Context: an optimization exercise on an open-source flow, tuned for small area, a short achievable clock period and few clock cycles per item. The choices shown serve that exercise and are no tape-out recipe. At most, simulation tests tie the RTL to the original design; equivalence was not proved. Only the layout flow was run in run 1; the RTL was not checked for function there.

==> flow/design.v <==
module loop_div #(
    parameter integer C = 125,
    parameter integer W = 7         
) (
    input  wire [W+3:0] x,
    output reg  [3:0]   q,
    output reg  [W-1:0] r
);
    integer j;
    reg [W+3:0] m;
    always @(*) begin
        q = 4'd0;
        for (j = 1; j < 16; j = j + 1)
            if (x >= j * C) q = j[3:0];
        m = q * C;
        r = x - m;
    end
endmodule
module loop_engine (
    input  wire               clk,
    input  wire               rst,
    input  wire               start,
    output reg                ready,
    input  wire               preset,
    input  wire        [1:0]  mode,
    input  wire               ff_en,
    input  wire               fb_ok,
    input  wire signed [31:0] sp_r,
    input  wire signed [31:0] fb,
    input  wire signed [31:0] u0,
    input  wire        [23:0] kp,
    input  wire        [26:0] ki,
    input  wire        [20:0] lim_chg,
    input  wire        [20:0] lim_dis,
    input  wire        [31:0] ocv_sum,
    input  wire               ocv_ok,
    input  wire        [23:0] rs_sum,
    input  wire        [31:0] v_last,
    input  wire               vlast_ok,
    output reg                done,
    output reg  signed [31:0] u,
    output reg  signed [31:0] ig,
    output reg  signed [31:0] p,
    output reg  signed [31:0] ff,
    output reg                limhi,
    output reg                limlo,
    output reg                fflost
);
    localparam [31:0] KA = 32'd10000000;     
    localparam [31:0] KB = 32'd655360000;    
    localparam [1:0] ST_IDLE = 2'd0, ST_PREP = 2'd1, ST_RUN = 2'd2, ST_FIN = 2'd3;
    reg [1:0] st;
    reg       busy;                    
    wire      idle = !busy;
    reg               r_preset, r_ffen, r_fbok, r_ocvok, r_vlok;
    reg               r_cls, r_neg, r_m0;
    reg signed [31:0] r_sp, r_fb, r_u0;
    reg        [20:0] r_hi, r_lo;
    reg        [26:0] r_ki;
    wire cls   = r_cls;                  
    wire neg_s = r_neg;                  
    wire ffm0  = r_ffen && r_m0;         
    reg signed [41:0] iq;      
    reg        [29:0] irr;     
    reg               itag;    
    reg [1:0] pph;  reg [3:0] pcnt;    
    reg [1:0] vph;  reg [3:0] vcnt;    
    reg [2:0] iph;  reg [3:0] icnt;    
    reg [1:0] ipass;                   
    reg [3:0] ncnt;                    
    reg [1:0] dph;  reg [4:0] dcnt;    
    reg       p_ok, i_ok, s_ok;
    reg       sg_e, sg_sp, sg_c, sg_u;
    reg       rfix;                    
    wire signed [32:0] d1    = {r_sp[31], r_sp} - {r_fb[31], r_fb};
    wire               ng_e  = d1[32];
    wire        [31:0] ex    = d1[31:0] ^ {32{ng_e}};        
    wire signed [31:0] uprev = r_preset ? r_u0 : u;
    wire               ng_u  = uprev[31];
    wire        [31:0] spabs = r_sp[31] ? -r_sp : r_sp;
    wire conv = !r_preset && r_fbok && (cls != itag);
    reg  [33:0] pA;
    reg  [31:0] pH;
    reg  [23:0] pL;
    reg  [6:0]  prem;
    wire [55:0] pr    = {pH, pL};
    wire [35:0] psum  = {4'd0, pH} + pL[3:0] * pA[31:0];
    wire [3:0]  pq;
    wire [6:0]  pr_n;
    wire [6:0]  p_rin  = (pph == 2'd2 && pcnt == 4'd8) ? pr[41:35] : prem;
    loop_div #(.C(125), .W(7)) u_pdiv (.x({p_rin, pr[34:31]}), .q(pq), .r(pr_n));
    wire [14:0] p_x8   = {p_rin, pr[34:27]};
    wire        p_skm  = (pL[7:0] == 8'd0) && (pcnt >= 4'd2);
    wire        p_skd  = (p_x8 < 15'd125) && (pcnt >= 4'd2);
    wire        p_lastm = (pcnt == 4'd1) || (p_skm && pcnt == 4'd2);
    wire        p_lastd = (pcnt == 4'd1) || (p_skd && pcnt == 4'd2);
    wire        p_neg  = sg_e ^ neg_s;
    wire        p_sat  = cls ? (|pr[55:47]) : ((pr[55:35] >= 21'd125) | pr[34]);
    wire [30:0] p_mag  = cls ? pr[46:16] : pr[33:3];
    wire [31:0] p_val  = p_sat ? (p_neg ? 32'h80000000 : 32'h7fffffff)
                               : (p_neg ? -{1'b0, p_mag} : {1'b0, p_mag});
    reg  [31:0] vA;
    reg  [31:0] vH;
    reg  [23:0] vL;
    reg  [6:0]  vrem;
    wire [55:0] vr    = {vH, vL};
    wire [35:0] vsum  = {4'd0, vH} + vL[3:0] * vA;
    wire [3:0]  vq;
    wire [6:0]  vr_n;
    loop_div #(.C(125), .W(7)) u_vdiv (
        .x({(vph == 2'd2 && vcnt == 4'd12) ? {2'b00, vr[55:51]} : vrem, vr[50:47]}), .q(vq), .r(vr_n));
    wire [47:0] q1    = r_ocvok ? vr[50:3] : 48'd0;
    wire [48:0] q1x   = {1'b0, q1} ^ {49{sg_u}};
    wire signed [48:0] vsig  = {17'd0, vd[31:0]} + q1x + sg_u;
    reg  [51:0] nR;            
    reg  [47:0] vd;            
    reg  [47:0] drem;
    wire [49:0] dx  = {drem, nR[31:30]};
    wire [50:0] ds1 = {1'b0, dx} - {3'b000, vd};
    wire [50:0] ds2 = {1'b0, dx} - {2'b00, vd, 1'b0};
    wire [50:0] ds3 = {1'b0, dx} - {3'b000, vd} - {2'b00, vd, 1'b0};
    wire [1:0]  dq  = !ds3[50] ? 2'd3 : !ds2[50] ? 2'd2 : !ds1[50] ? 2'd1 : 2'd0;
    wire [47:0] dr  = !ds3[50] ? ds3[47:0] : !ds2[50] ? ds2[47:0] : !ds1[50] ? ds1[47:0] : dx[47:0];
    wire        f_sat = nR[31];
    wire [31:0] f_x   = f_sat ? (sg_sp ? 32'h80000000 : 32'h7fffffff) : ({1'b0, nR[30:0]} ^ {32{sg_sp}});
    wire        f_c   = !f_sat && sg_sp;
    wire [31:0] f_val = f_sat ? (sg_sp ? 32'h80000000 : 32'h7fffffff)
                              : (sg_sp ? -{1'b0, nR[30:0]} : {1'b0, nR[30:0]});
    wire        v_rdy = (ncnt == 4'd0) && ((vph == 2'd0 && !r_ocvok) || vph == 2'd3);
    wire [55:0] d_x8  = {drem, nR[31:24]};
    wire        d_sk  = (dcnt >= 5'd4) && (d_x8 < {8'd0, vd});
    wire        d_last = (dcnt == 5'd1) || (d_sk && dcnt == 5'd4);
    reg  [33:0] iH;
    reg  [31:0] iL;
    reg  [16:0] irem;
    wire [65:0] ir    = {iH, iL};
    wire [37:0] isum  = {4'd0, iH} + iL[3:0] * pA;
    wire        ifirst = (iph == 3'd2 && icnt == ((ipass == 2'd2) ? 4'd9 : 4'd10));
    wire [3:0]  iqa, iqb;
    wire [16:0] ira_n;
    wire [9:0]  irb_n;
    wire [16:0] ia_rin = ifirst ? ir[63:47] : irem;
    wire [9:0]  ib_rin = ifirst ? {6'd0, ir[63:60]} : irem[9:0];
    loop_div #(.C(78125), .W(17)) u_ida (.x({ia_rin, ir[46:43]}), .q(iqa), .r(ira_n));
    loop_div #(.C(625), .W(10)) u_idb (.x({ib_rin, ir[59:56]}), .q(iqb), .r(irb_n));
    wire [32:0] ia_x16 = {ia_rin, ir[46:31]};
    wire [24:0] ia_x8  = {ia_rin, ir[46:39]};
    wire [25:0] ib_x16 = {ib_rin, ir[59:44]};
    wire [17:0] ib_x8  = {ib_rin, ir[59:52]};
    wire        i_skm  = (iL[7:0] == 8'd0) && (icnt >= 4'd2);
    wire        i_sk4  = (icnt >= 4'd4) && (cls ? (ib_x16 < 26'd625) : (ia_x16 < 33'd78125));
    wire        i_sk2  = (icnt >= 4'd2) && (cls ? (ib_x8 < 18'd625) : (ia_x8 < 25'd78125));
    wire        i_lastm = (icnt == 4'd1) || (i_skm && icnt == 4'd2);
    wire        i_lastd = (icnt == 4'd1) || (i_sk4 && icnt == 4'd4) || (!i_sk4 && i_sk2 && icnt == 4'd2);
    wire [39:0] qx = ir[39:0];
    wire [29:0] rx = cls ? {irem[9:0], ir[59:40]} : {6'd0, irem[16:0], ir[46:40]};
    wire        sx = (ipass == 2'd2) ? (sg_e ^ neg_s) : (ipass == 2'd0) ? sg_c : 1'b0;
    wire [29:0] kk = cls ? KB[29:0] : KA[29:0];
    wire signed [41:0] qb = (ipass == 2'd0) ? 42'sd0 : iq;
    wire        [29:0] rb = (ipass == 2'd0) ? 30'd0 : irr;
    wire [31:0] rsm  = {2'b00, rb} + ({2'b00, rx} ^ {32{sx}}) + sx;
    wire [31:0] radj = {2'b00, rb} + ({2'b00, rx} ^ {32{sx}}) + (sx ? {2'b00, kk} + 32'd1 : -{2'b00, kk});
    wire        rfx  = sx ? rsm[31] : !radj[31];
    wire        cq   = sx ? !rfix : rfix;
    wire [41:0] qxs  = {2'b00, qx} ^ {42{sx}};
    wire signed [41:0] q_acc = qb + qxs + cq;
    reg  signed [32:0] sS;     
    reg  signed [41:0] wr;     
    wire signed [41:0] s42  = {{9{sS[32]}}, sS};
    wire signed [41:0] w_acc = qb + qxs + s42 + cq;
    wire               rnz  = !r_preset && (irr != 30'd0);
    wire               inc  = rnz && iq[41];
    wire        w_big  = |wr[40:21];
    wire        w_nbig = ~&wr[40:21];
    wire [21:0] wlo_s  = {1'b0, wr[20:0]} + {1'b0, r_lo};
    wire        w_gt_hi = !wr[41] && (w_big || wr[20:0] > r_hi);
    wire        w_eq_hi = !wr[41] && !w_big && wr[20:0] == r_hi;
    wire        w_lt_lo = wr[41] && (w_nbig || !wlo_s[21]);
    wire        hiC  = w_gt_hi || (w_eq_hi && rnz);
    wire        loC  = w_lt_lo;
    wire signed [41:0] hi42 = {21'd0, r_hi};
    wire signed [41:0] lo42 = -$signed({21'd0, r_lo});
    wire signed [41:0] wu   = wr + inc;
    wire signed [41:0] un42 = hiC ? hi42 : loC ? lo42 : wu;
    wire signed [41:0] g_hi = hi42 - s42;
    wire signed [41:0] g_lo = lo42 - s42;
    wire signed [41:0] g_md = r_preset ? {{10{r_u0[31]}}, r_u0} - s42 : iq + inc;
    wire signed [41:0] igm  = hiC ? g_hi : loC ? g_lo : g_md;
    wire signed [31:0] unew = un42[31:0];
    wire signed [31:0] igs  = (!igm[41] && (|igm[40:31])) ? 32'sh7fffffff :
                              (igm[41] && !(&igm[40:31])) ? 32'sh80000000 : igm[31:0];
    always @(posedge clk) begin
        if (rst) begin
            st    <= ST_IDLE;
            ready <= 1'b1;
            busy  <= 1'b0;
            done  <= 1'b0;
            u     <= 32'sd0;
            ig    <= 32'sd0;
            p     <= 32'sd0;
            ff    <= 32'sd0;
            limhi <= 1'b0;
            limlo <= 1'b0;
            fflost <= 1'b0;
            iq    <= 42'sd0;
            irr   <= 30'd0;
            itag  <= 1'b0;
            pph   <= 2'd0;
            vph   <= 2'd0;
            iph   <= 3'd0;
            dph   <= 2'd0;
            ncnt  <= 4'd0;
        end else begin
            done <= 1'b0;
            case (st)
                ST_IDLE: if (start) begin
                    if (!preset && !fb_ok) begin
                        limhi <= (u == $signed({11'd0, lim_chg}));
                        limlo <= (u == -$signed({11'd0, lim_dis}));
                        done  <= 1'b1;
                    end else begin
                        st    <= ST_PREP;
                        ready <= 1'b0;
                        busy  <= 1'b1;
                    end
                end
                ST_PREP: begin
                    if (!r_preset && !r_fbok) begin
                        limhi <= (u == $signed({11'd0, r_hi}));
                        limlo <= (u == -$signed({11'd0, r_lo}));
                        done  <= 1'b1;
                        ready <= 1'b1;
                        busy  <= 1'b0;
                        st    <= ST_IDLE;
                    end else begin
                        st <= ST_RUN;
                        fflost <= ffm0 && !r_ocvok;
                        if (r_preset) p <= 32'sd0;
                        if (ffm0 && (r_ocvok || r_vlok)) begin
                            vph  <= r_ocvok ? 2'd1 : 2'd0;
                            ncnt <= 4'd10;
                            dph  <= 2'd1;
                        end else begin
                            ff <= (r_ffen && cls) ? r_sp : 32'sd0;
                        end
                        if (!r_preset) begin
                            pph <= conv ? 2'd0 : 2'd1;
                            iph <= 3'd1;
                        end
                    end
                end
                ST_RUN: begin
                    if (i_ok && s_ok) begin
                        if (!r_preset) iq <= q_acc;
                        st    <= ST_FIN;
                        ready <= 1'b1;
                        busy  <= 1'b0;
                    end
                end
                ST_FIN: begin
                    u     <= unew;
                    ig    <= igs;
                    limhi <= (unew == $signed({11'd0, r_hi}));
                    limlo <= (unew == -$signed({11'd0, r_lo}));
                    if (hiC || loC || r_preset) begin
                        iq  <= igm;
                        irr <= 30'd0;
                    end
                    itag  <= cls;
                    done  <= 1'b1;
                    if (start) begin
                        st    <= ST_PREP;
                        ready <= 1'b0;
                        busy  <= 1'b1;
                    end else begin
                        st    <= ST_IDLE;
                    end
                end
                default: st <= ST_IDLE;
            endcase
            case (pph)
                2'd1: if (p_lastm) pph <= cls ? 2'd3 : 2'd2;
                2'd2: if (p_lastd) pph <= 2'd3;
                2'd3: begin p <= p_val; pph <= 2'd0; end
                default: ;
            endcase
            case (vph)
                2'd1: if (vcnt == 4'd1) vph <= 2'd2;
                2'd2: if (vcnt == 4'd1) vph <= 2'd3;
                default: ;
            endcase
            case (dph)
                2'd1: if (v_rdy) begin
                          vph <= 2'd0;
                          if (vsig <= 49'sd0) begin
                              ff  <= 32'sd0;
                              dph <= 2'd0;
                          end else begin
                              dph <= 2'd2;
                          end
                      end
                2'd2: if (d_last) dph <= 2'd3;
                2'd3: begin ff <= f_val; dph <= 2'd0; end
                default: ;
            endcase
            if (ncnt != 4'd0) ncnt <= ncnt - 4'd1;
            case (iph)
                3'd1: if (i_lastm) iph <= 3'd2;
                3'd2: if (i_lastd) iph <= 3'd3;
                3'd3: begin
                    irr <= rfx ? radj[29:0] : rsm[29:0];
                    iph <= (ipass == 2'd2) ? 3'd0 : 3'd4;
                end
                3'd4: begin
                    iq  <= q_acc;
                    iph <= 3'd1;
                    if (ipass == 2'd1) pph <= 2'd1;
                end
                default: ;
            endcase
        end
    end
    always @(posedge clk) begin
        if (idle) begin
            r_preset <= preset;
            r_cls    <= (mode == 2'd1);
            r_neg    <= mode[1];
            r_m0     <= (mode == 2'd0);
            r_ffen   <= ff_en;
            r_fbok   <= fb_ok;
            r_ocvok  <= ocv_ok;
            r_vlok   <= vlast_ok;
            r_sp     <= sp_r;
            r_fb     <= fb;
            r_u0     <= u0;
            vd       <= {16'd0, ocv_ok ? ocv_sum : v_last};
            r_hi     <= lim_chg;
            r_lo     <= lim_dis;
            r_ki     <= ki;
            pL       <= kp;
            vL       <= rs_sum;
        end
        if (st == ST_PREP) begin
            p_ok  <= r_preset;
            i_ok  <= r_preset;
            s_ok  <= 1'b0;
            sg_e  <= ng_e;
            sg_u  <= ng_u;
            sg_sp <= r_sp[31];
            sg_c  <= iq[41];
            pH    <= ng_e ? {8'd0, pL} : 32'd0;
            pcnt  <= 4'd6;
            vA    <= uprev ^ {32{ng_u}};
            vH    <= ng_u ? {8'd0, vL} : 32'd0;
            vcnt  <= 4'd6;
            nR    <= {20'd0, spabs};
            if (conv) begin
                ipass <= 2'd0;
                icnt  <= 4'd8;
                pA    <= iq[33:0] ^ {34{iq[41]}};
                iL    <= cls ? KA : KB;
                iH    <= iq[41] ? {2'd0, (cls ? KA : KB)} : 34'd0;
            end else begin
                ipass <= 2'd2;
                icnt  <= 4'd7;
                pA    <= {2'b00, ex};
                iL    <= {5'd0, r_ki};
                iH    <= ng_e ? {7'd0, r_ki} : 34'd0;
            end
        end else begin
            if (pph == 2'd3) p_ok <= 1'b1;
            if (iph == 3'd3 && ipass == 2'd2) i_ok <= 1'b1;
            if (st == ST_RUN && !s_ok) begin
                if (dph == 2'd3 && p_ok) begin
                    sS   <= {p[31], p} + {f_x[31], f_x} + f_c;
                    s_ok <= 1'b1;
                end else if (dph == 2'd0 && p_ok) begin
                    sS   <= {ff[31], ff} + {p[31], p};
                    s_ok <= 1'b1;
                end
            end
            if (st == ST_RUN && i_ok && s_ok)
                wr <= r_preset ? {{10{r_u0[31]}}, r_u0} : w_acc;
        end
        case (pph)
            2'd1: begin
                if (p_skm) begin
                    pH <= {8'd0, pH[31:8]};
                    pL <= {pH[7:0], pL[23:8]};
                end else begin
                    pH <= psum[35:4];
                    pL <= {psum[3:0], pL[23:4]};
                end
                pcnt <= p_lastm ? 4'd8 : pcnt - (p_skm ? 4'd2 : 4'd1);
            end
            2'd2: begin
                if (p_skd) begin
                    prem <= p_x8[6:0];
                    {pH[10:0], pL[23:3]} <= {pH[2:0], pL[23:3], 8'd0};
                    pcnt <= pcnt - 4'd2;
                end else begin
                    prem <= pr_n;
                    {pH[10:0], pL[23:3]} <= {pH[6:0], pL[23:3], pq};
                    pcnt <= pcnt - 4'd1;
                end
            end
            default: ;
        endcase
        case (vph)
            2'd1: begin
                vH <= vsum[35:4];
                vL <= {vsum[3:0], vL[23:4]};
                if (vcnt != 4'd1) begin
                    vcnt <= vcnt - 4'd1;
                end else if (r_preset) begin
                    vcnt <= 4'd12;
                end else begin
                    vcnt <= 4'd9;
                    vrem <= {1'b0, vsum[24:19]};
                    {vH[26:0], vL[23:3]} <= {vsum[18:0], vL[23:7], 12'd0};
                end
            end
            2'd2: begin
                vrem <= vr_n;
                {vH[26:0], vL[23:3]} <= {vH[22:0], vL[23:3], vq};
                vcnt <= vcnt - 4'd1;
            end
            default: ;
        endcase
        if (ncnt > 4'd1) nR <= nR + {nR[49:0], 2'b00};
        if (ncnt == 4'd1) begin
            drem     <= {19'd0, nR[51:23]};
            nR[31:0] <= {nR[22:0], 9'd0};
        end
        case (dph)
            2'd1: if (v_rdy) begin
                      vd   <= vsig[47:0];
                      dcnt <= 5'd16;
                  end
            2'd2: begin
                if (d_sk) begin
                    drem <= d_x8[47:0];
                    nR[31:0] <= {nR[23:0], 8'd0};
                    dcnt <= dcnt - 5'd4;
                end else begin
                    drem <= dr;
                    nR[31:0] <= {nR[29:0], dq};
                    dcnt <= dcnt - 5'd1;
                end
            end
            default: ;
        endcase
        case (iph)
            3'd1: begin
                if (i_skm) begin
                    iH <= {8'd0, iH[33:8]};
                    iL <= {iH[7:0], iL[31:8]};
                end else begin
                    iH <= isum[37:4];
                    iL <= {isum[3:0], iL[31:4]};
                end
                icnt <= !i_lastm ? icnt - (i_skm ? 4'd2 : 4'd1) : (ipass == 2'd2) ? 4'd9 : 4'd10;
            end
            3'd2: begin
                if (i_sk4) begin
                    irem <= cls ? {7'd0, ib_x16[9:0]} : ia_x16[16:0];
                    {iH, iL} <= {iH[17:0], iL, 16'd0};
                    icnt <= icnt - 4'd4;
                end else if (i_sk2) begin
                    irem <= cls ? {7'd0, ib_x8[9:0]} : ia_x8[16:0];
                    {iH, iL} <= {iH[25:0], iL, 8'd0};
                    icnt <= icnt - 4'd2;
                end else begin
                    irem <= cls ? {7'd0, irb_n} : ira_n;
                    {iH, iL} <= {iH[29:0], iL, (cls ? iqb : iqa)};
                    icnt <= icnt - 4'd1;
                end
                if (ipass == 2'd0) pA <= {4'd0, irr};
            end
            3'd3: rfix <= rfx;
            3'd4: begin
                icnt <= 4'd8;
                if (ipass == 2'd0) begin
                    ipass <= 2'd1;
                    iL    <= 32'd1;
                    iH    <= 34'd0;
                end else begin
                    ipass <= 2'd2;
                    icnt  <= 4'd7;
                    pA    <= {2'b00, ex};
                    iL    <= {5'd0, r_ki};
                    iH    <= ng_e ? {7'd0, r_ki} : 34'd0;
                end
            end
            default: ;
        endcase
    end
endmodule
==> flow/flow/run.sh <==
#!/bin/bash
# Standard layout, with the timing repair aiming at a setup slack of 11 ns
# (the clock period and constraints are the design's own).
set -euo pipefail
export SETUP_SLACK_MARGIN=11
bash standard.sh finish > flow_make.log 2>&1
==> flow/standard.sh <==
#!/bin/bash
# synth_recipe.tcl (not shown) runs the flow's synth.tcl, then flattens the netlist and writes it again
# the make line also repeats each setting of config.mk as NAME=value (left out here)
make -C /OpenROAD-flow-scripts/flow DESIGN_CONFIG=/design/flow/config.mk WORK_HOME=/design/flow/orfs CLKGATE_MAP_FILE= SYNTH_SCRIPT=/design/flow/synth_recipe.tcl "${@:-finish}"
==> flow/config.mk <==
export PLATFORM = sky130hd
export DESIGN_NAME = loop_engine
export DESIGN_NICKNAME = loop_engine
export VERILOG_FILES = /design/flow/design.v
export SDC_FILE = /design/flow/constraint.sdc
export NUM_CORES = 4
export LEC_CHECK = 0
export CAP_MARGIN = 20
export CORE_MARGIN = 2
export CORE_UTILIZATION = 40
export PLACE_DENSITY = 0.6
export SLEW_MARGIN = 20
==> flow/constraint.sdc <==
create_clock -name core_clock -period 18.0 [get_ports {clk}]
set_input_delay 3.6000 -clock core_clock [delete_from_list [all_inputs] [get_ports {clk}]]
set_output_delay 3.6000 -clock core_clock [all_outputs]
set_load 0.01 [all_outputs]
==> results of run 1 <==
==> registers in the layout (all words and copies together) (netlist names), 31 cells and up, named ones only <==
register and flops:
r_u0 32, r_sp 32, wr 42, vH 32, sS 33, iH 34
drem 48, pH 32, pA 34, ig 32, nR 52, u 32
p 32, r_fb 32, iq 42, ff 32, vd 48, vA 31
iL 32
==> cell type report <==
cell class	count	area (µm²)
Inverter	696	2690
Fill cell	26400	142000
Tap cell	3515	4400
Timing Repair Buffer	748	6830
Antenna cell	17	42.5
Clock inverter	69	895
Multi-Input combinational cell	10800	77000
Clock buffer	160	3440
Sequential cell	919	24500
Timing Repair inverter	2	13.8
==> per-stage QoR <==
stage | std cells
2_1_floorplan | 13100
3_3_place_gp | 16600
3_5_place_dp | 16600
4_1_cts | 16800
5_1_grt | 16900
6_report | 17000
==> routing by layer <==
layer  up-vias  GRT usage, %  share of wire (%)
li1      47800             -                  -
met1     49600          41.0                 40
met2      4901          50.4                 44
met3      1134          6.35                8.9
met4        12          20.1                7.4
met5         -             0              0.016
==> Yosys cell counts, types with 44 or more instances <==
cell	instances	share of area [%]
nand2_1	1482	5.3
a21oi_1	1101	5.2
nor2_1	1082	3.9
ha_1	904	11
o21ai_0	895	4.3
xnor2_1	804	6.7
inv_1	679	2.4
edfxtp_1	614	18
clkbuf_1	585	2.1
xor2_1	352	2.9
fa_1	326	6.2
a21o_1	305	2.2
dfxtp_1	305	5.8
nor3_1	283	1.3
mux2i_1	259	2.5
and2_1	255	1.5
nand3_1	254	1.2
a211oi_1	184	1.3
o211ai_1	164	1.2
a31oi_1	154	0.92
o21a_1	149	1.1
nand2b_1	142	0.84
and3_1	131	0.78
nand4_1	130	0.77
nor2b_1	126	0.75
nor4_1	102	0.61
buf_1	84	0.30
or3_1	83	0.49
o31ai_1	80	0.57
o21bai_1	72	0.51
a22oi_1	71	0.51
o22ai_1	66	0.39
a21boi_0	59	0.42
a22o_1	50	0.42
mux2_2	50	0.54
a221oi_1	45	0.37
o2111ai_1	44	0.37
==> cells by family (layout without fill, tap and decap cells) <==
logic type | Yosys count | in the layout | share of synthesized area, %
and+or+nand+nor | 4238 | 4238 | 18.7
AOI/OAI and AO/OA | 3885 | 3886 | 23.4
buffers and inverters | 1384 | 1675 | 4.97
adders and majority gates | 1230 | 1230 | 16.9
xor gates and xnor gates | 1156 | 1156 | 9.62
DFF | 919 | 919 | 23.3
muxes | 312 | 315 | 3.06
other | 0 | 17 | 0
==> cell usage in the layout, fill, tap and decap left out, drive strengths merged, types with 154 or more instances in the layout <==
master	netlist	final
ha	904	904
o21ai	937	938
dfxtp	305	305
fa	326	326
nor3	284	284
inv	685	694
clkbuf	590	161
nand3	254	254
buf	98	330
xnor2	804	804
and2	259	259
a31oi	154	154
a21oi	1101	1101
xor2	352	352
edfxtp	614	614
mux2i	259	261
a211oi	184	184
clkdlybuf4s50	0	417
nand2	1482	1482
o211ai	164	164
nor2	1083	1083
a21o	305	305
==> worst max-delay path: cells and delay by family (launching register included) <==
family,cells,cell delay (ps)
and+or+nand+nor,5,820
xor gates and xnor gates,1,160
buffers and inverters,5,600
adders and majority gates,4,1340
muxes,1,380
DFF,1,450
AOI/OAI and AO/OA,16,3150
==> worst min path at each step <==
stage	startpoint	endpoint	slack [ps]	cells past startpoint
6_report	ig[6]	ig[6]	460	2
5_1_grt	ig[4]	ig[4]	490	2
4_1_cts	ig[6]	ig[6]	460	2
3_5_place_dp	ig[6]	ig[6]	450	2
3_3_place_gp	ig[4]	ig[4]	440	2
2_1_floorplan	iq[41]	sg_c	410	0
==> timing repair <==
action,in CTS,in global routing
gates cloned,5,2
setup buffers,44,83
pin swaps,20,54
resized for setup,127,156
endpoints found under the setup margin,117,161
hold buffers,0,0
==> summary.md, run 1 <==
| Metric | Value |
|---|---|
| CTS tree | `yes` |
| Placed cell areas | `113000 µm²` |
| Longest Clk Path Bufs | `3` |
| Post-DRT Antenna Nets | `0` |
| Top FF cell, synth | `edfxtp_1` |
| Achievable Freq | `139 MHz` |
| Post-synth EDFFs | `614` |
| CTS buffer count | `120` |
| Slew HR | `17.0%` |
| Number of global-route vias before repair | `96500` |
| Dpl hpwl | `351000 µm` |
| Seq/Total Area, Yosys | `23.3%` |
| Clock transition at path regs | `70 ps` |
| Row count | `188` |
| Reg2reg start | `ipass[1]` |
| GR Overflow Total | `0` |
| Yosys cell types | `92` |
| P&R area growth vs syn | `13.9%` |
| Tmin final | `7180 ps` |
| Layout Nets | `14800` |
| Antenna violations before repair | `24` |
| Fraction of layout cells with a size suffix above 1 | `6.80%` |
| Overall routing resource usage | `32.4%` |
| CP max-delay cell | `fa_1` |
| Final TNS setup | `0 ps` |
| Synth warnings | `4` |
| Critical path origin | `ipass[1]` |
| Final core occ | `45.8%` |
| DRT Pass-1 Iters | `6` |
| Arr. time, crit path | `7760 ps` |
| IO Pins | `420` |
| Die Ht | `517 µm` |
| Core area | `262000 µm²` |
| Synth Cell Area | `105000 µm²` |
| Skew final | `92.9 ps` |
| FFs w/ async S/R, synth | `0%` |
| First-pass GRT wire length | `649000 µm` |
| Flop-to-flop setup slack | `10820 ps` |
| Largest net degree at the start of global routing | `103` |
| Final hold violations | `0` |
| Net count after synthesis | `14600` |
| Outcome | `timing/DRC/antenna clean` |
| Final setup margin | `10820 ps` |
| Post-DR wirelength/cell | `26.6 µm` |
| Port Buf Inserts | `419` |
| Max cap viols | `0` |
| Vias/cell | `6.10` |
| Worst Path Max Fanout | `8` |
| Crit path capture | `irem[16]` |
| Clock latency on the worst-skew pair | `860 ps` |
| Worst Max-Slew Pin Slew | `1230 ps` |
| Synth Instances | `13100` |
| Final setup fails | `0` |
| Via Count | `103000` |
| Clock root cell | `clkbuf_16` |
| HP Class | `reg2reg` |
| Crit path required time | `18580 ps` |
| Final Wtd Congestion | `1.06` |
| H-tree depth | `3` |
| Drt total wl | `451000 µm` |
| Post-Syn Area per Cell | `8.02 µm²` |
| RSZ-0062 raised after global routing | `yes` |
| Crit end category | `register` |
| Sink Count | `919` |
| Final period utilization | `39.9%` |
| Critical Path Max Stage Delay | `510 ps` |
| #FFs+latches synth | `919` |
| Hold WS | `458 ps` |
| Slew Limit Fails | `0` |
| Remaining DRCs | `0` |
| Fin area | `120000 µm²` |
| First DRT Iteration DRCs | `11700` |
| RR Endpoint | `irem[16]` |
| Critical path class | `reg2reg` |
| Die area | `267000 µm²` |
| R2R depth | `32` |
| DP Worst Slack | `9090 ps` |
| Initial core utilization | `40.2%` |
| Die width | `517 µm` |
| Startpoint type of the worst setup path | `register` |
==> run 2: changes to the inputs <==
--- a/flow/design.v
+++ b/flow/design.v
@@ -105,9 +105,11 @@
     reg  [6:0]  vrem;
     wire [55:0] vr    = {vH, vL};
-    wire [35:0] vsum  = {4'd0, vH} + vL[3:0] * vA;
-    wire [3:0]  vq;
-    wire [6:0]  vr_n;
-    loop_div #(.C(125), .W(7)) u_vdiv (
-        .x({(vph == 2'd2 && vcnt == 4'd12) ? {2'b00, vr[55:51]} : vrem, vr[50:47]}), .q(vq), .r(vr_n));
+    wire        v_pre = (st == ST_PREP);
+    wire [31:0] v_mA  = v_pre ? (uprev ^ {32{ng_u}}) : vA;
+    wire [31:0] v_mH  = v_pre ? (ng_u ? {8'd0, vL} : 32'd0) : vH;
+    wire [40:0] vsum  = {9'd0, v_mH} + vL[7:0] * v_mA;
+    wire [14:0] vx    = {(vph == 2'd2 && vcnt == 4'd6) ? {2'b00, vr[55:51]} : vrem, vr[50:43]};
+    wire [7:0]  vq8   = vx / 15'd125;
+    wire [6:0]  vr_n2 = vx % 15'd125;
     wire [47:0] q1    = r_ocvok ? vr[50:3] : 48'd0;
     wire [48:0] q1x   = {1'b0, q1} ^ {49{sg_u}};
@@ -239,5 +241,5 @@
                         if (ffm0 && (r_ocvok || r_vlok)) begin
                             vph  <= r_ocvok ? 2'd1 : 2'd0;
-                            ncnt <= 4'd10;
+                            ncnt <= 4'd4;
                             dph  <= 2'd1;
                         end else begin
@@ -352,6 +354,7 @@
             pcnt  <= 4'd6;
             vA    <= uprev ^ {32{ng_u}};
-            vH    <= ng_u ? {8'd0, vL} : 32'd0;
-            vcnt  <= 4'd6;
+            vH    <= vsum[39:8];
+            vL    <= {vsum[7:0], vL[23:8]};
+            vcnt  <= 4'd2;
             nR    <= {20'd0, spabs};
             if (conv) begin
@@ -409,24 +412,24 @@
         case (vph)
             2'd1: begin
-                vH <= vsum[35:4];
-                vL <= {vsum[3:0], vL[23:4]};
+                vH <= vsum[39:8];
+                vL <= {vsum[7:0], vL[23:8]};
                 if (vcnt != 4'd1) begin
                     vcnt <= vcnt - 4'd1;
                 end else if (r_preset) begin
-                    vcnt <= 4'd12;
+                    vcnt <= 4'd6;
                 end else begin
-                    vcnt <= 4'd9;
-                    vrem <= {1'b0, vsum[24:19]};
-                    {vH[26:0], vL[23:3]} <= {vsum[18:0], vL[23:7], 12'd0};
+                    vcnt <= 4'd5;
+                    vrem <= {5'd0, vsum[28:27]};
+                    {vH[26:0], vL[23:3]} <= {vsum[26:0], vL[23:11], 8'd0};
                 end
             end
             2'd2: begin
-                vrem <= vr_n;
-                {vH[26:0], vL[23:3]} <= {vH[22:0], vL[23:3], vq};
+                vrem <= vr_n2;
+                {vH[26:0], vL[23:3]} <= {vH[18:0], vL[23:3], vq8};
                 vcnt <= vcnt - 4'd1;
             end
             default: ;
         endcase
-        if (ncnt > 4'd1) nR <= nR + {nR[49:0], 2'b00};
+        if (ncnt > 4'd1) nR <= {nR[44:0], 7'd0} - {nR[50:0], 1'b0} - nR;
         if (ncnt == 4'd1) begin
             drem     <= {19'd0, nR[51:23]};
==> summary.md, run 2 <==
| Metric | Value |
|---|---|
| Core area | `271000 µm² (+3.3%)` |
| CTS buffer count | `138 (+15%)` |
| CTS tree | `yes` |
| Post-Syn Area per Cell | `8.08 µm² (+0.79%)` |
| Most frequent cells after synthesis | `nand2_1, nor2_1, a21oi_1, ha_1, inv_1` |
| Startpoint type of the worst setup path | `register` |
| Synth Area in Compound Gates | `21.8% (-1.6 points)` |
| Drt total wl | `458000 µm (+1.6%)` |
| Synth area leader | `edfxtp_1` |
| Skew final | `79.2 ps (-13.8 ps)` |
| FFs w/ async S/R, synth | `0% (unchanged)` |
| Post-synthesis xor/xnor area fraction | `8.76% (-0.86 points)` |
| Arr. time, crit path | `8560 ps (+800 ps)` |
| Clock transition at path regs | `70 ps (about the same)` |
| HP Class | `reg2reg` |
| Seq/Total Area, Yosys | `22.3% (-1.1 points)` |
| Fraction of layout cells with a size suffix above 1 | `13.3% (+6.5 points)` |
| Sink Count | `920 (+0.11%)` |
| Crit path required time | `18520 ps (-60 ps)` |
| Tmin final | `8040 ps (+864 ps)` |
| Largest net degree at the start of global routing | `102 (-0.97%)` |
| Clock latency on the worst-skew pair | `840 ps (-20 ps)` |
| Hold WS | `480 ps (+22.1 ps)` |
| Achievable Freq | `124 MHz (-11%)` |
| Slew HR | `13.3% (-3.8 points)` |
| Final TNS setup | `0 ps (unchanged)` |
| Via Count | `107000 (+3.8%)` |
| Mux contribution to synthesized area | `2.72% (-0.34 points)` |
| H-tree depth | `4 (+1)` |
| Final period utilization | `44.7% (+4.8 points)` |
| Commonest cells after routing, fill and taps aside | `nand2_1, nor2_1, ha_1, inv_1, a21oi_1` |
| Crit-path leading delay family | `compound AO/OA/AOI/OAI gates` |
| Antenna violations before repair | `25 (+4.2%)` |
| Final setup fails | `0 (unchanged)` |
| Top area cells in the synthesized netlist | `edfxtp_1, ha_1, fa_1` |
| Dpl hpwl | `339000 µm (-3.5%)` |
| Fillcell total | `26200 (-0.72%)` |
| Count leader, synth | `nand2_1` |
| Overall routing resource usage | `31.5% (-0.87 points)` |
| RSZ-0062 raised after global routing | `yes` |
| Worst Path Max Fanout | `6 (-2)` |
| Outcome | `timing/DRC/antenna clean` |
| Port Buf Inserts | `419 (unchanged)` |
| DRT Pass-1 Iters | `8 (+2)` |
| Final hold violations | `0 (unchanged)` |
| Crit end category | `register` |
| Longest Clk Path Bufs | `4 (+1)` |
| Post-synth EDFFs | `583 (-5.0%)` |
| First DRT Iteration DRCs | `11700 (-0.32%)` |
| Post-Layout Cell Count | `17800 (+4.8%)` |
| Final Wtd Congestion | `1.02 (-4.0%)` |
| P&R area growth vs syn | `20.5%` |
| GR Overflow Total | `0 (unchanged)` |
| Post-synthesis adder-cell area fraction | `19.7% (+2.7 points)` |
| Layout Nets | `15800 (+6.4%)` |
| Vias/cell | `6.05 (-0.93%)` |
| Remaining DRCs | `0 (unchanged)` |
| Initial core utilization | `40.2% (+0.081 points)` |
| Number of global-route vias before repair | `99600 (+3.2%)` |
| Synth Cell Area | `109000 µm² (+3.5%)` |
| Commonest non-fill, non-tap cell in the layout | `nand2_1` |
| Placed Cells | `17000 (+2.4%)` |
| Slew Limit Fails | `0 (unchanged)` |
| Synth top area share | `16.1% (-1.5 points)` |
| First-pass GRT wire length | `663000 µm (+2.1%)` |
| Post-DR wirelength/cell | `25.8 µm (-3.0%)` |
| Synth warnings | `4 (unchanged)` |
| IO Pins | `420 (unchanged)` |
| Largest regs | `nR: 52 flops, drem: 48 flops, vd: 48 flops` |
| Critical path class | `reg2reg` |
| Most flop-heavy register | `nR` |
| Row count | `191 (+1.6%)` |
| #FFs+latches synth | `920 (+0.11%)` |
| Main combinational cell family by area after synthesis | `compound AO/OA/AOI/OAI gates` |
| Clock root cell | `clkbuf_16` |
| Die Ht | `526 µm (+1.7%)` |
| Critical Path Max Stage Delay | `640 ps (+130 ps)` |
| CP max-delay cell | `fa_1` |
| Post-DRT Antenna Nets | `0 (unchanged)` |
| Max cap viols | `0 (unchanged)` |
| Largest register FFs | `52 (unchanged)` |
| Worst Max-Slew Pin Slew | `1290 ps (+56.0 ps)` |
| Die width | `526 µm (+1.7%)` |
| Simple-Gate Fraction of Synth Area | `19.2% (+0.49 points)` |
| Net count after synthesis | `15200 (+3.7%)` |
| Top FF cell, synth | `edfxtp_1` |
| Worst Path Buf+Inv | `8 (+3)` |
| Die area | `277000 µm² (+3.5%)` |
| Synth Instances | `13500 (+2.7%)` |
| Yosys cell types | `124 (+35%)` |
## run 2: repair_timing
action / CTS / global route
gates cloned: 29 / 12
resized for setup: 520 / 553
buffers inserted: 289 / 205
endpoints found under the setup margin: 269 / 291
pin swaps: 234 / 366
hold buffers: 0 / 0
## run 2: layout make-up
| cell class | count | area [µm²] | share of cell area, % |
|---|---|---|---|
| multi-input cells | 10900 | 83600 | 63.7 |
| flip-flops and latches | 920 | 24300 | 18.5 |
| repair buffers | 1138 | 11100 | 8.43 |
| well taps | 3570 | 4470 | 3.40 |
| clock buffers | 168 | 3690 | 2.81 |
| inverters | 930 | 3560 | 2.71 |
| clock inverters | 69 | 596 | 0.454 |
| diodes | 15 | 37.5 | 0.0286 |
| repair inverters | 1 | 5.00 | 0.00381 |
## run 2: final timing paths
kind | startpoint | slack [ps] | to | depth (start not counted)
min reg2reg | ig[30] | 480 | ig[30] | 2
max reg2reg | r_preset | 9960 | vH[31] | 36
min | ig[30] | 480 | ig[30] | 2
max | r_preset | 9960 | vH[31] | 36
## run 2: worst reg2reg max path: cells and delay by family, from the launching register on
kind,cells,cell delay (ps)
AND/OR/NAND/NOR,4,390
adder cells (fa/ha/maj),5,2390
XOR/XNOR,2,190
flip-flops,1,440
AO/OA/AOI/OAI,17,3280
buffers and inverters,8,1050
## run 2: cells by family (layout without fill, tap and decap cells)
logic type,count (synthesis),in the layout
buffers and inverters,1622,2306
flip-flops,920,920
multiplexers,285,285
XOR/XNOR,1088,1089
AO/OA/AOI/OAI,3678,3682
adder cells (fa/ha/maj),1421,1421
AND/OR/NAND/NOR,4467,4470
other,0,15
## run 2: layer usage
layer,part of all wire (%),GRT usage [%]
met4,6.4,17.1
met1,41,42.1
met3,9.1,5.02
met2,44,48.4
met5,0.0024,0
## run 2: metrics by stage
| step | area, µm² | util, % | setup slack (ps) |
|---|---|---|---|
| floorplan | 110000 | - | 10440 |
| global placement | 117000 | 43.3 | 8560 |
| detailed placement | 117000 | 43.3 | 8410 |
| CTS | 127000 | 46.8 | 10190 |
| global route | 131000 | 48.5 | 9640 |
| finish | 131000 | 48.5 | 9960 |
Testbench counts of run 2, summed over its fixed seeds: cycles 54,830, items 3,200.
==> run 3: changes to the inputs <==
--- a/flow/design.v
+++ b/flow/design.v
@@ -86,13 +86,11 @@
     wire [55:0] pr    = {pH, pL};
     wire [35:0] psum  = {4'd0, pH} + pL[3:0] * pA[31:0];
-    wire [3:0]  pq;
-    wire [6:0]  pr_n;
-    wire [6:0]  p_rin  = (pph == 2'd2 && pcnt == 4'd8) ? pr[41:35] : prem;
-    loop_div #(.C(125), .W(7)) u_pdiv (.x({p_rin, pr[34:31]}), .q(pq), .r(pr_n));
+    wire [6:0]  p_rin  = (pph == 2'd2 && pcnt == 4'd4) ? pr[41:35] : prem;
     wire [14:0] p_x8   = {p_rin, pr[34:27]};
+    wire [7:0]  pq8    = p_x8 / 15'd125;
+    wire [6:0]  pr_n8  = p_x8 % 15'd125;
     wire        p_skm  = (pL[7:0] == 8'd0) && (pcnt >= 4'd2);
-    wire        p_skd  = (p_x8 < 15'd125) && (pcnt >= 4'd2);
     wire        p_lastm = (pcnt == 4'd1) || (p_skm && pcnt == 4'd2);
-    wire        p_lastd = (pcnt == 4'd1) || (p_skd && pcnt == 4'd2);
+    wire        p_lastd = (pcnt == 4'd1);
     wire        p_neg  = sg_e ^ neg_s;
     wire        p_sat  = cls ? (|pr[55:47]) : ((pr[55:35] >= 21'd125) | pr[34]);
@@ -105,8 +103,5 @@
     reg  [6:0]  vrem;
     wire [55:0] vr    = {vH, vL};
-    wire        v_pre = (st == ST_PREP);
-    wire [31:0] v_mA  = v_pre ? (uprev ^ {32{ng_u}}) : vA;
-    wire [31:0] v_mH  = v_pre ? (ng_u ? {8'd0, vL} : 32'd0) : vH;
-    wire [40:0] vsum  = {9'd0, v_mH} + vL[7:0] * v_mA;
+    wire [40:0] vsum  = {9'd0, vH} + vL[7:0] * vA;
     wire [14:0] vx    = {(vph == 2'd2 && vcnt == 4'd6) ? {2'b00, vr[55:51]} : vrem, vr[50:43]};
     wire [7:0]  vq8   = vx / 15'd125;
@@ -146,13 +141,13 @@
     loop_div #(.C(78125), .W(17)) u_ida (.x({ia_rin, ir[46:43]}), .q(iqa), .r(ira_n));
     loop_div #(.C(625), .W(10)) u_idb (.x({ib_rin, ir[59:56]}), .q(iqb), .r(irb_n));
-    wire [32:0] ia_x16 = {ia_rin, ir[46:31]};
+    wire [40:0] ia_x16 = {ia_rin, ir[46:23]};
     wire [24:0] ia_x8  = {ia_rin, ir[46:39]};
-    wire [25:0] ib_x16 = {ib_rin, ir[59:44]};
+    wire [33:0] ib_x16 = {ib_rin, ir[59:36]};
     wire [17:0] ib_x8  = {ib_rin, ir[59:52]};
     wire        i_skm  = (iL[7:0] == 8'd0) && (icnt >= 4'd2);
-    wire        i_sk4  = (icnt >= 4'd4) && (cls ? (ib_x16 < 26'd625) : (ia_x16 < 33'd78125));
+    wire        i_sk4  = (icnt >= 4'd6) && (cls ? (ib_x16 < 34'd625) : (ia_x16 < 41'd78125));
     wire        i_sk2  = (icnt >= 4'd2) && (cls ? (ib_x8 < 18'd625) : (ia_x8 < 25'd78125));
     wire        i_lastm = (icnt == 4'd1) || (i_skm && icnt == 4'd2);
-    wire        i_lastd = (icnt == 4'd1) || (i_sk4 && icnt == 4'd4) || (!i_sk4 && i_sk2 && icnt == 4'd2);
+    wire        i_lastd = (icnt == 4'd1) || (i_sk4 && icnt == 4'd6) || (!i_sk4 && i_sk2 && icnt == 4'd2);
     wire [39:0] qx = ir[39:0];
     wire [29:0] rx = cls ? {irem[9:0], ir[59:40]} : {6'd0, irem[16:0], ir[46:40]};
@@ -354,7 +349,6 @@
             pcnt  <= 4'd6;
             vA    <= uprev ^ {32{ng_u}};
-            vH    <= vsum[39:8];
-            vL    <= {vsum[7:0], vL[23:8]};
-            vcnt  <= 4'd2;
+            vH    <= ng_u ? {8'd0, vL} : 32'd0;
+            vcnt  <= 4'd3;
             nR    <= {20'd0, spabs};
             if (conv) begin
@@ -395,16 +389,10 @@
                     pL <= {psum[3:0], pL[23:4]};
                 end
-                pcnt <= p_lastm ? 4'd8 : pcnt - (p_skm ? 4'd2 : 4'd1);
+                pcnt <= p_lastm ? 4'd4 : pcnt - (p_skm ? 4'd2 : 4'd1);
             end
             2'd2: begin
-                if (p_skd) begin
-                    prem <= p_x8[6:0];
-                    {pH[10:0], pL[23:3]} <= {pH[2:0], pL[23:3], 8'd0};
-                    pcnt <= pcnt - 4'd2;
-                end else begin
-                    prem <= pr_n;
-                    {pH[10:0], pL[23:3]} <= {pH[6:0], pL[23:3], pq};
-                    pcnt <= pcnt - 4'd1;
-                end
+                prem <= pr_n8;
+                {pH[10:0], pL[23:3]} <= {pH[2:0], pL[23:3], pq8};
+                pcnt <= pcnt - 4'd1;
             end
             default: ;
@@ -468,6 +456,6 @@
                 if (i_sk4) begin
                     irem <= cls ? {7'd0, ib_x16[9:0]} : ia_x16[16:0];
-                    {iH, iL} <= {iH[17:0], iL, 16'd0};
-                    icnt <= icnt - 4'd4;
+                    {iH, iL} <= {iH[9:0], iL, 24'd0};
+                    icnt <= icnt - 4'd6;
                 end else if (i_sk2) begin
                     irem <= cls ? {7'd0, ib_x8[9:0]} : ia_x8[16:0];
==> flow/flow/run.sh (replaced) <==
#!/bin/bash
# Standard layout, with the timing repair aiming at a setup slack of 11.5 ns
# (the clock period and constraints are the design's own).
set -euo pipefail
export SETUP_SLACK_MARGIN=11.5
bash standard.sh finish > flow_make.log 2>&1
==> summary.md, run 3 <==
| Metric | Value |
|---|---|
| Count leader, synth | `nand2_1` |
| Skew final | `68.8 ps (-10.4 ps)` |
| Row count | `190 (-0.52%)` |
| CTS tree | `yes` |
| Max cap viols | `0 (unchanged)` |
| Slew Limit Fails | `0 (unchanged)` |
| Main combinational cell family by area after synthesis | `compound AO/OA/AOI/OAI gates` |
| Most frequent cells after synthesis | `nand2_1, nor2_1, a21oi_1, inv_1, ha_1` |
| R2R depth | `42 (+17%)` |
| Commonest non-fill, non-tap cell in the layout | `nand2_1` |
| Initial core utilization | `40.2% (about the same)` |
| Top FF cell, synth | `edfxtp_1` |
| First-pass GRT wire length | `651000 µm (-1.8%)` |
| Layout Nets | `15800 (+0.14%)` |
| Largest net degree at the start of global routing | `90 (-12%)` |
| Worst Max-Slew Pin Slew | `1350 ps (+67.3 ps)` |
| Longest Clk Path Bufs | `3 (-1)` |
| Synth Cell Area | `108000 µm² (-1.0%)` |
| Antenna violations before repair | `20 (-20%)` |
| Arr. time, crit path | `8340 ps (-220 ps)` |
| Synth Instances | `13300 (-1.6%)` |
| Reg2reg start | `ipass[1]` |
| Remaining DRCs | `0 (unchanged)` |
| Largest register FFs | `52 (unchanged)` |
| Fraction of layout cells with a size suffix above 1 | `16.9% (+3.6 points)` |
| Final TNS setup | `0 ps (unchanged)` |
| Hold path startpoint | `ig[19]` |
| Post-synth EDFFs | `614 (+5.3%)` |
| Startpoint type of the worst setup path | `register` |
| Core area | `268000 µm² (-0.96%)` |
| DRT Pass-1 Iters | `12 (+4)` |
| Port Buf Inserts | `419 (unchanged)` |
| Top area cells in the synthesized netlist | `edfxtp_1, ha_1, fa_1` |
| Post-DR wirelength/cell | `25.4 µm (-1.4%)` |
| Die width | `523 µm (-0.51%)` |
| Register Area | `24600 µm² (+1.2%)` |
| First DRT Iteration DRCs | `11400 (-2.2%)` |
| Crit path required time | `18700 ps (+180 ps)` |
| Worst Path Max Fanout | `6 (unchanged)` |
| Hold Path End | `ig[19]` |
| Synth top area share | `17.1% (+1.0 points)` |
| Final hold violations | `0 (unchanged)` |
| Clock transition at path regs | `70 ps (about the same)` |
| Tmin final | `7650 ps (-394 ps)` |
| Fin area | `134000 µm² (+2.2%)` |
| Vias/cell | `6.00 (-0.72%)` |
| Sink Count | `919 (-0.11%)` |
| Yosys cell types | `140 (+13%)` |
| Synth Area in Compound Gates | `21.5% (-0.26 points)` |
| Number of global-route vias before repair | `100000 (+0.56%)` |
| Placed cell areas | `116000 µm² (-0.72%)` |
| HP Class | `reg2reg` |
| Hold Crit Depth | `2 (unchanged)` |
| Final period utilization | `42.5% (-2.2 points)` |
| Seq/Total Area, Yosys | `22.8% (+0.50 points)` |
| Achievable Freq | `131 MHz (+5.2%)` |
| Clock latency on the worst-skew pair | `820 ps (-20 ps)` |
| Die area | `274000 µm² (-1.0%)` |
| Final setup fails | `0 (unchanged)` |
| Post-Syn Area per Cell | `8.13 µm² (+0.63%)` |
| Synth warnings | `3 (-1)` |
| Multi-input gate area | `84100 µm² (+0.66%)` |
| CP max-delay cell | `edfxtp_1` |
| FFs w/ async S/R, synth | `0% (unchanged)` |
| Simple-Gate Fraction of Synth Area | `18.5% (-0.65 points)` |
| Die Ht | `523 µm (-0.51%)` |
| CTS hold repair buffers | `0 (unchanged)` |
| Clock root cell | `clkbuf_16` |
| Mux contribution to synthesized area | `2.90% (+0.18 points)` |
| Post-synthesis adder-cell area fraction | `19.5% (-0.15 points)` |
| IO Pins | `420 (unchanged)` |
| Critical path class | `reg2reg` |
| #FFs+latches synth | `919 (-0.11%)` |
| Slew HR | `8.92% (-4.4 points)` |
| Final Wtd Congestion | `0.994 (-2.8%)` |
| P&R area growth vs syn | `24.4%` |
| Synth area leader | `edfxtp_1` |
| Crit end category | `register` |
| GR Overflow Total | `0 (unchanged)` |
| Via Count | `107000 (-0.60%)` |
| RR Endpoint | `irr[17]` |
| Commonest cells after routing, fill and taps aside | `nand2_1, nor2_1, inv_1, ha_1, a21oi_1` |
| Largest regs | `nR: 52 flops, drem: 48 flops, vd: 48 flops` |
| H-tree depth | `3 (-1)` |
| Most flop-heavy register | `nR` |
| Post-synthesis xor/xnor area fraction | `9.03% (+0.27 points)` |
| Fillcell total | `25300 (-3.3%)` |
| Outcome | `timing/DRC/antenna clean` |
| Post-DRT Antenna Nets | `0 (unchanged)` |
| Flop-to-flop setup slack | `10350 ps (+390 ps)` |
| Dpl hpwl | `333000 µm (-1.8%)` |
| Critical Path Max Stage Delay | `490 ps (-150 ps)` |
| RSZ-0062 raised after global routing | `yes` |
| Drt total wl | `452000 µm (-1.2%)` |
| CTS buffer count | `116 (-16%)` |
| Net count after synthesis | `14900 (-1.6%)` |
| Overall routing resource usage | `31.4% (-0.13 points)` |
-- run 3: changes by cell type after synthesis, sizes merged, moves of 32 or more --
cell    before   now
dfxtp      337   305
inv        923   981
nand2     1588  1485
clkbuf     608   556
a21oi      958  1015
nor2      1050  1018
nand3      322   282
o21ai      869   902
a211oi     218   147
-- run 3: logic make-up (layout without fill, tap and decap cells) --
group,Yosys count,in the layout
AO/OA/AOI/OAI,3638,3639
XOR/XNOR,1108,1108
adder cells (fa/ha/maj),1399,1399
buffers and inverters,1640,2593
flip-flops,919,919
multiplexers,300,300
other,0,3
AND/OR/NAND/NOR,4255,4266
-- run 3: timing repair --
item / CTS / global route
endpoints found under the setup margin: 318 / 333
gates resized for setup: 841 / 743
gates cloned: 32 / 15
buffers inserted: 499 / 244
pin swaps: 375 / 541
-- run 3: critical path: cells and delay by family (launching register included) --
kind            cells  cell delay [ps]
compound gates     25             4480
xor+xnor            1              130
fa+ha+maj           2              640
buf+inv            10             1290
flops               1              490
simple gates        4              450
-- run 3: how the worst max path moves through the flow --
stage,startpoint,to,slack (ps),cells past startpoint
after global placement,iph[2],irem[15],8880,45
after CTS,ipass[0],irem[15],10440,49
after detailed placement,iph[2],irem[15],8920,44
final,ipass[1],irr[17],10350,42
after floorplan,iph[2],irem[15],10890,50
after global routing,ipass[1],irr[8],9990,41
-- run 3: layout make-up --
class | instances | area share (%)
Tap cell | 3552 | 3.31
Clock inverter | 82 | 0.678
Timing Repair Buffer | 1382 | 9.93
Clock buffer | 138 | 2.25
Multi-Input combinational cell | 10700 | 62.7
Sequential cell | 919 | 18.3
Antenna cell | 3 | 0.00560
Inverter | 991 | 2.81
-- run 3: layer usage --
layer  vias up  global-route usage, %  wire length, µm
met5         -                  0.225              257
met4        18                   19.8            36100
met3      1283                   5.92            41200
met2      5165                   48.3           194000
met1     51500                   40.4           180000
li1      48800                      -                -
-- run 3: per-stage QoR --
step                cells  setup WS, ps  utilization (%)  hold WS [ps]
floorplan           13300         10890                -           447
global placement    16800          8880             43.4           468
detailed placement  16800          8920             43.4           472
CTS                 17500         10440             48.0           483
global route        17800          9990             50.0           502
finish              17800         10350             50.0           481
Testbench counts of run 3, summed over its fixed seeds: cycles 53,130, items 3,200.
==> run 4: changes to the inputs <==
==> flow/flow/run.sh (replaced) <==
#!/bin/bash
# Standard layout, with the timing repair aiming at a setup slack of 11.5 ns
# on the worst paths (the clock period and constraints are the design's own).
set -euo pipefail
export SETUP_SLACK_MARGIN=11.5
export TNS_END_PERCENT=5
bash standard.sh finish > flow_make.log 2>&1
==> summary.md, run 4 <==
| Metric | Value |
|---|---|
| Layout Nets | `15300 (-3.2%)` |
| Synth top area share | `17.1% (unchanged)` |
| Outcome | `timing/DRC/antenna clean` |
| CTS buffer count | `116 (unchanged)` |
| Final Wtd Congestion | `0.992 (-0.23%)` |
| Row count | `190 (unchanged)` |
| Crit end category | `register` |
| Clock latency on the worst-skew pair | `820 ps (about the same)` |
| CTS tree | `yes` |
| Die area | `274000 µm² (unchanged)` |
| Post-synth EDFFs | `614 (unchanged)` |
| Top FF cell, synth | `edfxtp_1` |
| Critical path class | `reg2reg` |
| Final hold violations | `0 (unchanged)` |
| Synth warnings | `3 (unchanged)` |
| Post-Syn Area per Cell | `8.13 µm² (unchanged)` |
| First-pass GRT wire length | `630000 µm (-3.2%)` |
| Largest regs | `nR: 52 flops, drem: 48 flops, vd: 48 flops` |
| Die Ht | `523 µm (unchanged)` |
| CTS hold repair buffers | `0 (unchanged)` |
| Overall routing resource usage | `30.4% (-0.95 points)` |
| Clock root cell | `clkbuf_16` |
| Initial core utilization | `40.2% (unchanged)` |
| #FFs+latches synth | `919 (unchanged)` |
| Commonest cells after routing, fill and taps aside | `nand2_1, nor2_1, inv_1, a21oi_1, ha_1` |
| Post-DR wirelength/cell | `25.0 µm (-1.5%)` |
| Crit path required time | `18610 ps (-90 ps)` |
| Final period utilization | `41.9% (-0.61 points)` |
| DRT Pass-1 Iters | `6 (-6)` |
| Top area cells in the synthesized netlist | `edfxtp_1, ha_1, fa_1` |
| IO Pins | `420 (unchanged)` |
| Hold WS | `481 ps (-0.548 ps)` |
| Worst Path Max Fanout | `35 (+29)` |
| Count leader, synth | `nand2_1` |
| Critical Path Max Stage Delay | `500 ps (about the same)` |
| Longest Clk Path Bufs | `3 (unchanged)` |
| Fraction of layout cells with a size suffix above 1 | `9.62% (-7.3 points)` |
| Most frequent CP cell | `a31oi_4` |
| Core area | `268000 µm² (unchanged)` |
| Synth area leader | `edfxtp_1` |
| Clock transition at path regs | `60 ps (about the same)` |
| FFs w/ async S/R, synth | `0% (unchanged)` |
| Post-DRT Antenna Nets | `0 (unchanged)` |
| Die width | `523 µm (unchanged)` |
| Largest net degree at the start of global routing | `101 (+12%)` |
| RSZ-0062 raised after global routing | `yes` |
| Port Buf Inserts | `419 (unchanged)` |
| Crit-path leading delay family | `compound AO/OA/AOI/OAI gates` |
| HP Class | `reg2reg` |
| Yosys cell types | `140 (unchanged)` |
| Skew final | `58.1 ps (-10.6 ps)` |
| Slew Limit Fails | `0 (unchanged)` |
| Synth Cell Area | `108000 µm² (unchanged)` |
| Seq/Total Area, Yosys | `22.8% (unchanged)` |
| CP max-delay cell | `a311oi_2` |
| Worst Path Buf+Inv | `3 (-7)` |
| Vias/cell | `5.97 (-0.55%)` |
| Antenna violations before repair | `23 (+15%)` |
| Commonest non-fill, non-tap cell in the layout | `nand2_1` |
| Slew HR | `17.1% (+8.2 points)` |
| Number of global-route vias before repair | `96900 (-3.3%)` |
| H-tree depth | `3 (unchanged)` |
| Max cap viols | `0 (unchanged)` |
| Startpoint type of the worst setup path | `register` |
| Tmin final | `7540 ps (-111 ps)` |
| Achievable Freq | `133 MHz (+1.5%)` |
| Most frequent cells after synthesis | `nand2_1, nor2_1, a21oi_1, inv_1, ha_1` |
| Synth Instances | `13300 (unchanged)` |
| Final setup fails | `0 (unchanged)` |
| First DRT Iteration DRCs | `11100 (-3.3%)` |
| Drt total wl | `433000 µm (-4.3%)` |
| Dpl hpwl | `330000 µm (-0.88%)` |
| Sink Count | `919 (unchanged)` |
| Largest register FFs | `52 (unchanged)` |
| P&R area growth vs syn | `16.1%` |
| Worst Max-Slew Pin Slew | `1230 ps (-122 ps)` |
| Net count after synthesis | `14900 (unchanged)` |
| Final TNS setup | `0 ps (unchanged)` |
| GR Overflow Total | `0 (unchanged)` |
| Remaining DRCs | `0 (unchanged)` |
| Arr. time, crit path | `8150 ps (-190 ps)` |
| Most flop-heavy register | `nR` |
| Via Count | `103000 (-3.3%)` |
## run 4: tightest hold or removal path: stages (launching register included)
cell and delay [ps]:
dfxtp_1 310, nor2_1 80, nor3_1 50
## run 4: worst paths after layout
| kind | end | from | depth (start not counted) | slack (ps) |
|---|---|---|---|---|
| min | ig[8] | ig[8] | 2 | 480 |
| max reg2reg | vrem[3] | vph[0] | 27 | 10470 |
| min reg2reg | ig[8] | ig[8] | 2 | 480 |
| max | vrem[3] | vph[0] | 27 | 10470 |
## run 4: cell families (layout without fill, tap and decap cells)
| kind of cell | Yosys count | in the layout | synth area share (%) |
|---|---|---|---|
| buffers and inverters | 1640 | 2095 | 5.74 |
| flip-flops | 919 | 919 | 22.8 |
| multiplexers | 300 | 300 | 2.90 |
| AO/OA/AOI/OAI | 3638 | 3638 | 21.5 |
| adder cells (fa/ha/maj) | 1399 | 1399 | 19.5 |
| other | 0 | 9 | 0 |
| AND/OR/NAND/NOR | 4255 | 4260 | 18.5 |
| XOR/XNOR | 1108 | 1108 | 9.03 |
## run 4: metrics by stage
stage / utilization [%] / instance area (µm²) / instances / setup slack (ps)
finish: 46.7 / 125000 / 17300 / 10470
CTS: 46.0 / 123000 / 17200 / 10510
floorplan: - / 108000 / 13300 / 10870
global route: 46.7 / 125000 / 17300 / 10020
detailed placement: 43.2 / 116000 / 16800 / 9040
global placement: 43.2 / 116000 / 16800 / 9160
## run 4: area by class of cell
type                       instances  area (µm²)
inverter                         991        3770
clock buffer                     153        3230
timing repair inverter             1        8.76
fill                           26200      143000
timing repair buffer             882        8580
tap                             3552        4440
clock inverter                    68         821
antenna                            9        22.5
multi-input combinational      10700       79800
sequential                       919       24600
## run 4: what timing repair did
item | CTS | global route
gates resized for setup | 379 | 239
buffers inserted | 183 | 82
cloned | 22 | 6
pin swaps | 185 | 140
endpoints found under the setup margin | 339 | 360
## run 4: routing by layer
metal,vias up,track usage (%),wire [µm],part of all wire (%)
li1,47800,-,-,-
met1,49300,39.2,174000,40
met2,5030,46.6,185000,43
met3,1089,5.89,40600,9.4
met4,14,19.2,32900,7.6
met5,-,0,80,0.018

-- what the ideal ports hide --
In the flow no input, the clock included, has a driving cell. The finished layouts below were timed again as built, in two steps. Step 1: set_driving_cell puts a clkbuf_16 on clk and a buf_2 on each other input, an assumption about the parent block. Step 2 moves the port delays by t, midway between the first and last clock arrival at a register: inputs arrive t later, outputs are due t later. That takes back most of the time a late clock gives input paths. Slacks: ideal ports / drivers / drivers and shift; pairs: ideal ports / drivers.
run | t (ns) | setup slack, ns | slew at the worst register clock pin (ns) | cell pins on the clock port's net
run 1 | 0.908 | 10.825 / 10.825 / 10.825 | 0.07 / 0.07 | 1
run 2 | 0.906 | 9.960 / 9.960 / 9.960 | 0.07 / 0.07 | 1
run 3 | 0.897 | 10.354 / 10.354 / 10.354 | 0.07 / 0.07 | 1
run 4 | 0.891 | 10.465 / 10.465 / 10.465 | 0.07 / 0.07 | 1
After both steps setup and hold are still met in every run listed.
